What follows belongs to an exercise in optimizing a design on an open flow for small area, a short achievable clock period and few clock cycles; a production flow would make more cautious choices.
Function was checked by simulation only, so behaviour that the tests miss may differ from the original.

the previous run:
// plane_hit
module plane_hit (
    input  wire               clk,
    input  wire               rst,
    input  wire               start,
    output wire               ready,
    input  wire signed [31:0] x2,
    input  wire signed [31:0] y2,
    input  wire signed [17:0] tx,
    input  wire signed [17:0] ty,
    input  wire signed [27:0] pz,
    input  wire signed [31:0] px,
    input  wire signed [31:0] py,
    input  wire        [15:0] cw,
    input  wire        [15:0] ch,
    input  wire        [14:0] wp,
    input  wire        [14:0] hp,
    output reg                done,
    output reg                hit,
    output reg         [13:0] u,
    output reg         [13:0] v
);
export LEC_CHECK = 0
export CAP_MARGIN = 20
export CORE_MARGIN = 2
export CORE_UTILIZATION = 55
export CTS_CLUSTER_DIAMETER = 100
export CTS_CLUSTER_SIZE = 20
export PLACE_DENSITY = 0.7
export SLEW_MARGIN = 20
create_clock -name core_clock -period 16.0 [get_ports {clk}]
standard.sh (not shown) runs the stock make flow with config.mk's settings and CLKGATE_MAP_FILE= SYNTH_SCRIPT=/design/flow/synth_recipe.tcl, a recipe that flattens the netlist after the stock synthesis.
==> flow/flow/run.sh <==
#!/bin/bash
set -euo pipefail
bash standard.sh SETUP_SLACK_MARGIN=10.6 finish > make_finish.log 2>&1
Testbench counts of the previous run, summed over its fixed seeds: cycles 2,480.
Modified inputs, the current run compared to the previous run
Settings: CTS_CLUSTER_SIZE no longer set, was 20; CTS_CLUSTER_DIAMETER no longer set, was 100; PLACE_DENSITY no longer set, was 0.7; CORE_UTILIZATION now 40, was 55.
==> flow/flow/run.sh <==
#!/bin/bash
set -euo pipefail
bash standard.sh SETUP_SLACK_MARGIN=11 finish > make_finish.log 2>&1
==> comparison <==
The current run finished every step from synthesis to the final layout, and the layout passed the timing, DRC and antenna checks.
[compare] base=the previous run new=the current run: total wirelength of the detailed-routed design increased by 12% relative to the old numbers; final cell utilization of the core fell by 12 points; share of cell area taken by flip-flops and latches now sits lower; worst setup margin moved down.

---

## run A
plane_hit again, from the RTL that the note above started with.
clock: 16.0 ns
lec_check: 0
cap_margin: 20
core_margin: 2
core_utilization: 55
cts_cluster_diameter: 120
cts_cluster_size: 25
place_density: 0.7
slew_margin: 20
==> flow/flow/run.sh <==
#!/bin/bash
set -euo pipefail
bash standard.sh SETUP_SLACK_MARGIN=10.8 finish > make_finish.log 2>&1
Per the final summary, run A finished and its layout is clean on timing, DRC and antenna.
Testbench counts of run A, summed over its fixed seeds: cycles 2,480.
Inputs modified between run A and run B:
==> flow/flow/run.sh <==
#!/bin/bash
set -euo pipefail
bash standard.sh SETUP_SLACK_MARGIN=10.6 finish > make_finish.log 2>&1
-- flow/config.mk --
<<< run A, line 9
export CORE_MARGIN = 2
export CORE_UTILIZATION = 55
export CTS_CLUSTER_DIAMETER = 120
export CTS_CLUSTER_SIZE = 25
export PLACE_DENSITY = 0.7
export SLEW_MARGIN = 20
>>> run B, line 9
export CORE_MARGIN = 2
export CORE_UTILIZATION = 40
export CTS_CLUSTER_DIAMETER = 100
export CTS_CLUSTER_SIZE = 20
export SLEW_MARGIN = 20
- Compared run A against run B; design area within noise.
- The run showing the greater final cycle utilization of the critical path is run B.
- The core of run B is less densely filled than that of run A.
- Clock-buffer cell count, run A and run B, lower one = run A.
- Maximum number of pins on one net before global-route repair: run B vs run A identical
- Changes observed in run B relative to run A: length of the first detailed-routing pass in iterations lost 2, clock network contribution to total cell area picked up an extra 0.72 points, combined flip-flop and latch cell area neither gained nor lost much.
--- input diff run B..run C ---
==> flow/flow/run.sh <==
#!/bin/bash
set -euo pipefail
bash standard.sh SETUP_SLACK_MARGIN=10.6 "BUFFER_PORTS_ARGS=-buffer_cell sky130_fd_sc_hd__buf_1" finish > make_finish.log 2>&1
-- flow/config.mk --
<<< run B, line 7
export LEC_CHECK = 0
export CAP_MARGIN = 20
export CORE_MARGIN = 2
export CORE_UTILIZATION = 40
export CTS_CLUSTER_DIAMETER = 100
export CTS_CLUSTER_SIZE = 20
export SLEW_MARGIN = 20
>>> run C, line 7
export LEC_CHECK = 0
export CAP_MARGIN = 10
export CORE_MARGIN = 2
export CORE_UTILIZATION = 55
export CTS_CLUSTER_DIAMETER = 120
export CTS_CLUSTER_SIZE = 25
export PLACE_DENSITY = 0.7
export SLEW_MARGIN = 10
Notes after the runs:
Overall routed net length is higher on run B
Run C and run B ended up with nearly the same sequential cell area.
Ratio of routed vias to standard cells on run C is up relative to run B.
The core area reported for run C is smaller than that of run B by 54,000 um^2.
Relative to run C, the following input files were edited for run D:
==> flow/flow/run.sh <==
#!/bin/bash
set -euo pipefail
bash standard.sh SETUP_SLACK_MARGIN=10.8 finish > make_finish.log 2>&1
==> run summary <==
- Summary of run D over run C: share of final-layout standard cells stronger than drive strength 1 +2.5 points, total length of routed met3 wires +about 12%.
- In the metrics for run D and run C, the one carrying the lower highest cell delay on the worst timing path is run D.
- Diff run C -> run D: wire length per cell picked up an extra about 1.6%.

port drivers added, routing unchanged:
The results above use ideal ports. As a check the final layouts listed here were re-extracted and re-timed, cells and wires unchanged.
Step 1 (the two cells are an assumption about what drives the block):
set clk [get_ports {clk}]
set_driving_cell -lib_cell sky130_fd_sc_hd__clkbuf_16 $clk
set_driving_cell -lib_cell sky130_fd_sc_hd__buf_2 [delete_from_list [all_inputs] $clk]
Step 2 moves the port delays by t, midway between the first and last clock arrival at a register: inputs arrive t later, outputs are due t later. That takes back most of the time a late clock gives input paths.
a / b / c = ideal ports / drivers / drivers and shift; a / b = the first two.
run	shift t [ns]	slack for setup (ns)	worst hold slack (ns)
the previous run	0.791	10.715 / 10.715 / 10.715	0.309 / 0.309 / 0.309
the current run	0.896	10.605 / 10.605 / 10.605	0.303 / 0.303 / 0.303
run A	0.789	10.785 / 10.785 / 10.785	0.322 / 0.322 / 0.322
run B	0.823	10.696 / 10.696 / 10.696	0.316 / 0.316 / 0.316
run C	0.788	10.725 / 10.725 / 10.725	0.321 / 0.321 / 0.321
run D	0.789	10.785 / 10.785 / 10.785	0.322 / 0.322 / 0.322
After both steps setup and hold are still met in every run listed.
